Context: an optimization exercise on an open-source flow, tuned for small area, a short achievable clock period and few clock cycles per item. The choices shown serve that exercise and are no tape-out recipe.
Only the layout flow was run in this run; the RTL was not checked for function there.

[flow/constraint.sdc]
create_clock -name core_clock -period 90.0 [get_ports {clk}]
set_input_delay 18.0000 -clock core_clock [delete_from_list [all_inputs] [get_ports {clk}]]
set_output_delay 18.0000 -clock core_clock [all_outputs]
set_load 0.01 [all_outputs]
[flow/config.mk]
export PLATFORM = sky130hd
export DESIGN_NAME = tot_mulr
export DESIGN_NICKNAME = tot_mulr
export VERILOG_FILES = /design/flow/design.v
export SDC_FILE = /design/flow/constraint.sdc
export NUM_CORES = 4
export LEC_CHECK = 0
export CAP_MARGIN = 20
export CORE_MARGIN = 2
export CORE_UTILIZATION = 40
export SLEW_MARGIN = 20
[flow/run.sh]
#!/bin/bash
# synth_recipe.tcl (not shown) runs the flow's synth.tcl, then flattens the netlist and writes it again
# the make line also repeats each setting of config.mk as NAME=value (left out here)
make -C /OpenROAD-flow-scripts/flow DESIGN_CONFIG=/design/flow/config.mk WORK_HOME=/design/flow/orfs CLKGATE_MAP_FILE= SYNTH_SCRIPT=/design/flow/synth_recipe.tcl finish
[flow/design.v]
module tot_mulr (
    input  wire         clk,
    input  wire         rst,
    input  wire         start,
    input  wire [127:0] opd,
    input  wire [63:0]  opf,
    input  wire [5:0]   mexp,
    input  wire [1:0]   rmode,
    output reg          busy,
    output reg          done,
    output reg          refused,
    output reg  [3:0]   cause,
    output reg  [127:0] res
);
    integer i;
    reg [123:0] a;         
    reg [63:0]  f;         
    reg [123:0] acc;       
    reg [3:0]   sgn;       
    reg [1:0]   rnd;
    reg [5:0]   cnt;       
    reg         sticky;    
    reg         alost;     
    reg         ovf;
    reg         rdef;      
    reg         rtie;      
    reg bad;
    always @* begin
        bad = (sgn[3:1] != 3'b110);
        for (i = 0; i < 31; i = i + 1)
            if (a[4*i+3] & (a[4*i+2] | a[4*i+1])) bad = 1'b1;
        for (i = 0; i < 16; i = i + 1)
            if (f[4*i+3] & (f[4*i+2] | f[4*i+1])) bad = 1'b1;
    end
    wire [3:0] d = f[3:0];
    wire [3:0]  u [0:31];
    wire [3:0]  t [0:31];
    wire [4:0]  y [0:31];    
    genvar g;
    generate
        for (g = 0; g < 31; g = g + 1) begin : dmul
            wire [6:0] pd = a[4*g +: 4] * d;
            assign u[g] = pd % 7'd10;
            assign t[g] = pd / 7'd10;
        end
    endgenerate
    assign u[31] = 4'd0;
    assign t[31] = 4'd0;
    assign y[0]  = {1'b0, acc[3:0]} + {1'b0, u[0]};
    generate
        for (g = 1; g < 31; g = g + 1) begin : ysum
            assign y[g] = {1'b0, acc[4*g +: 4]} + {1'b0, u[g]} + {1'b0, t[g-1]};
        end
    endgenerate
    assign y[31] = {1'b0, t[30]};
    wire        last_frac = (cnt == 6'b111111);
    wire        f_end = (f[63:4] == 60'd0);
    wire        cin0  = rdef | (rtie & y[0][0]);
    wire        c1    = (y[0] >= 5'd10) | ((y[0] == 5'd9) & cin0);
    wire [3:0]  rdig  = c1 ? (y[0][3:0] - 4'd10) : y[0][3:0];
    wire        q0    = y[1][0] ^ c1;
    wire        r_def = (rnd == 2'd0) ? ((rdig > 4'd5) || ((rdig == 4'd5) && sticky)) :
                        (rnd == 2'd1) ? (rdig >= 4'd5) : 1'b0;
    wire        r_tie = (rnd == 2'd0) && (rdig == 4'd5) && !sticky;
    wire        rup   = last_frac & f_end & (r_def | (r_tie & q0));
    wire [32:0]  k1;
    wire [32:0]  k2;
    wire [127:0] sum;
    assign k1[0] = cin0;
    assign k2[0] = 1'b0;
    assign k1[1] = c1 | rup;
    assign k2[1] = c1 & rup;
    generate
        for (g = 1; g < 32; g = g + 1) begin : carry
            assign k1[g+1] = (y[g] >= 5'd10) | ((y[g] == 5'd9) & k1[g]) | ((y[g] == 5'd8) & k2[g]);
            assign k2[g+1] = (y[g] >= 5'd20) | ((y[g] == 5'd19) & k1[g]) | ((y[g] == 5'd18) & k2[g]);
        end
        for (g = 0; g < 32; g = g + 1) begin : digit
            wire [4:0] s = y[g] + {3'd0, k2[g], k1[g] & ~k2[g]};
            assign sum[4*g +: 4] = (s >= 5'd20) ? (s[3:0] - 4'd4) :
                                   (s >= 5'd10) ? (s[3:0] - 4'd10) : s[3:0];
        end
    endgenerate
    wire pre   = !cnt[5] && (cnt != 6'd0);
    wire frac  = cnt[5];
    wire intg  = (cnt == 6'd0);
    wire last  = (intg || last_frac) && f_end;
    wire [123:0] result  = last_frac ? sum[127:4] : sum[123:0];
    wire         ovf_now = last_frac ? k1[32]
                                     : (k1[32] | (sum[127:124] != 4'd0) | (alost & (d != 4'd0)));
    wire         ovf_fin = ovf | ovf_now;
    wire         zero    = (result == 124'd0);
    wire         a_top   = (a[123:120] != 4'd0);
    always @(posedge clk) begin
        if (!busy) begin
            a      <= opd[127:4];
            f      <= opf;
            sgn    <= opd[3:0];
            rnd    <= rmode;
            cnt    <= mexp;
            acc    <= 124'd0;
            sticky <= 1'b0;
            alost  <= 1'b0;
            ovf    <= 1'b0;
            rdef   <= 1'b0;
            rtie   <= 1'b0;
        end else if (pre) begin
            a     <= {a[119:0], 4'd0};
            alost <= alost | a_top;
            cnt   <= cnt - 6'd1;
        end else if (frac) begin
            acc    <= sum[127:4];
            f      <= {4'd0, f[63:4]};
            cnt    <= cnt + 6'd1;
            sticky <= sticky | (rdig != 4'd0);
            rdef   <= last_frac & r_def;
            rtie   <= last_frac & r_tie;
        end else begin
            acc   <= sum[123:0];
            a     <= {a[119:0], 4'd0};
            alost <= alost | a_top;
            ovf   <= ovf_fin;
            rdef  <= 1'b0;
            rtie  <= 1'b0;
            f     <= {4'd0, f[63:4]};
        end
    end
    always @(posedge clk) begin
        if (rst) begin
            busy <= 1'b0;
            done <= 1'b0;
            res  <= 128'h0000_0000_0000_0000_0000_0000_0000_000C;
        end else begin
            done <= 1'b0;
            if (!busy) begin
                if (start)
                    busy <= 1'b1;
            end else if (bad) begin
                busy    <= 1'b0;
                done    <= 1'b1;
                refused <= 1'b1;
                cause   <= 4'd2;
            end else if (last) begin
                busy    <= 1'b0;
                done    <= 1'b1;
                refused <= ovf_fin;
                cause   <= ovf_fin ? 4'd4 : 4'd0;
                if (!ovf_fin)
                    res <= {result, 3'b110, (sgn[0] && !zero)};
            end
        end
    end
endmodule
==> impl_metrics.py <==
metrics = {
    "status": {
        "status": "finished clean",
    },
    "logic_synthesis": {
        "synth.avg_cell_area_um2": 8.09,
        "synth.distinct_cells": 99,
        "synth_warnings": 1,
        "ys_ff_latch": 459,
        "yosys.area.top_type": "ha_1",
        "synth_common_cells": "nand2_1, inv_1, ha_1",
        "yosysSeqAreaShare": 0.192,
        "netlist_area_um2": 58300,
        "synth_area_leaders": "ha_1, fa_1, edfxtp_1, dfxtp_1, nand2_1",
        "synth_flop_cell": "dfxtp_1",
        "synth_top_area_frac": 0.129,
        "synth_edf_count": 202,
        "synthArstFlopShare": 0,
        "synth.most_common_cell": "nand2_1",
        "netlist_instances": 7211,
    },
    "placed_design": {
        "numPortBuffers": 332,
        "gp_congestion": 0.950,
        "dp_hpwl_um": 147000,
    },
    "job": {
        "drv_cap": 0,
    },
    "worst_setup_path": {
        "r2r-start": "f[1]",
        "crit_slowest_cell": "dfxtp_4",
        "startpoint_type": "flip-flop",
        "r2r_end": "res[64]",
        "crit_path_max_fanout": 39,
        "cpPeakStageDelay_ns": 0.77,
        "crit_required_ns": 72.00,
        "crit_cells": 1,
        "critical_path_class": "flip-flop to output pin",
        "crit_start": "busy",
        "path_buf_inv": 1,
        "path_delay_family": "flip-flops",
        "arrival_ns": 2.12,
        "r2r_slack_ns": 70.34,
        "crit_end": "busy",
        "crit_path_end_kind": "output pin",
        "crit_chain": "clkdlybuf4s50_1",
        "r2r_cells": 73,
    },
    "cts": {
        "htree_levels": 3,
        "cts_sinks": 459,
        "cts_hold_buf": 0,
        "clockBufferDepth": 3,
        "clk_pin_slew_ns": 0.06,
        "cts_resized": 0,
        "cts_setup_buffers": 0,
        "clk_latency_ns": 0.69,
        "cts_tree": "done",
        "cts_root_buf": "clkbuf_16",
        "cts_buffers": 66,
    },
    "final_layout": {
        "postLayoutCoreUtil": 0.452,
        "drive_above_1_share": 0.0650,
        "syn_to_final_growth_pct": 12.6,
        "nNetsFinal": 8470,
    },
    "grt": {
        "antenna_found_initial": 11,
        "grt_pass1_vias": 50722,
        "track_usage": 0.250,
        "overflow": 0,
        "grt_pass1_wl_um": 294000,
        "grt_max_degree": 109,
    },
    "die": {
        "die_x_um": 386,
        "rows": 140,
        "core_um2": 145000,
        "die-area_um2": 149000,
        "start_util": 0.402,
        "die_h_um": 386,
        "ioPinCount": 338,
    },
    "sta": {
        "period_needed_ns": 20.12,
        "grt_setup_unrepaired": "false",
        "slew_viol_final": 0,
        "fin_setup_tns_ns": 0,
        "period_share": 0.224,
        "relSlewSlack": 0.158,
        "skew_ns": 0.0331,
        "final_hold_viol_count": 0,
        "setup_viol": 0,
        "worst_pin_slew_ns": 1.25,
        "fmax_mhz": 49.7,
    },
    "route": {
        "first_pass_iters": 7,
        "wl_per_cell_um": 20.5,
        "dr_total_vias": 53827,
        "wl_um": 191000,
        "drt_iter0_drc": 5283,
        "antenna_left": 0,
        "vias_per_cell": 5.77,
        "drc": 0,
    },
    "min_path": {
        "min_path_cells": 2,
        "hp-class": "flip-flop to flip-flop",
        "hp-start": "sticky",
    },
}
[metrics by stage]
stage	worst slack [ns]	area, um^2	hold WS [ns]	instances
floorplan	71.08	58300	0.426	7214
global placement	70.05	63500	0.434	9210
detailed placement	70.03	63500	0.445	9210
CTS	69.83	65700	0.451	9330
global route	68.77	65700	0.476	9330
finish	69.88	65700	0.451	9332
[cell families after synthesis]
group                    synth area share
XOR/XNOR                           0.0758
flip-flops                          0.192
AND/OR/NAND/NOR                     0.177
AO/OA/AOI/OAI                       0.205
multiplexers                       0.0485
other                            0.000129
adder cells (fa/ha/maj)             0.235
buffers and inverters              0.0657
[final cells by class]
| class | instances | area [um^2] |
|---|---|---|
| timing repair buffer | 430 | 4070 |
| clock inverter | 34 | 354 |
| antenna | 2 | 5.00 |
| tap | 1917 | 2400 |
| sequential | 459 | 11200 |
| inverter | 645 | 2420 |
| clock buffer | 86 | 1830 |
| multi-input combinational | 5759 | 43400 |
| fill | 14160 | 79500 |
[cell usage in the layout (no fill, tap or decap), types with 20 or more instances in the layout]
master           instances
o31ai_1                113
dfxtp_1                255
xor2_1                 155
ha_1                   600
nor3_1                  80
a31oi_1                107
a211oi_2                20
nand2b_1                54
xnor2_1                346
o211ai_1                72
nand3_1                 97
nand4_1                 98
nor2_1                 506
mux2_2                 194
mux2i_1                 53
edfxtp_1               202
a21oi_1                535
a222oi_1                49
nand2_1                887
o21ai_0                404
inv_1                  642
buf_4                   98
nor3b_1                 29
o22ai_1                 39
a22oi_1                 56
clkdlybuf4s50_1        331
nor2b_1                 74
o21a_1                  20
a21o_1                 125
fa_1                   306
nor4_1                  57
clkbuf_16               68
or3_1                   20
a311oi_1                57
and2_1                 269
a221oi_1                41
a211oi_1                43
[worst min-delay path by stage]
stage | endpoint | slack [ns]
after floorplan | sticky | 0.43
after global placement | sticky | 0.43
after detailed placement | sticky | 0.45
after CTS | sticky | 0.45
after global routing | sticky | 0.48
final | sticky | 0.45
[flip-flops by register name (all words and copies together) (netlist names), 2 cells and up]
name / count
f: 64
res: 125
cause: 2
acc: 124
rnd: 2
sgn: 4
a: 124
cnt: 6
[metal layers]
| layer | GRT usage | share of wire | vias to the layer above |
|---|---|---|---|
| met2 | 0.379 | 0.42 | 1919 |
| met5 | 0 | 0.00048 | - |
| met1 | 0.357 | 0.45 | 25891 |
| met3 | 0.0500 | 0.092 | 297 |
| met4 | 0.0767 | 0.031 | 14 |
| li1 | - | - | 25706 |

port drivers added, routing unchanged:
No port has a modelled driver above. Below, the same layout with a new extraction and two added sets of constraints.
Step 1 sets driving cells, clkbuf_16 on the clock port and buf_2 on the other inputs (assumed; they add their load-dependent delay and slew).
Step 2, shift: input delay + t, output delay - t, t = (earliest + latest rising clock arrival at the registers) / 2. This alone moves slack from input paths to output paths.
Slacks: no drivers / after step 1 / after step 2; pairs: no drivers / after step 1.
shift t [ns]: 0.755
setup WS [ns]: 69.882 / 69.800 / 69.954
worst setup path at the end: input to register
latest minus earliest clock arrival (ns): 0.033 / 0.034
After both steps this run still meets setup and hold. The setup slack of this run moves by -0.082 ns with the drivers and by +0.072 ns with both steps.
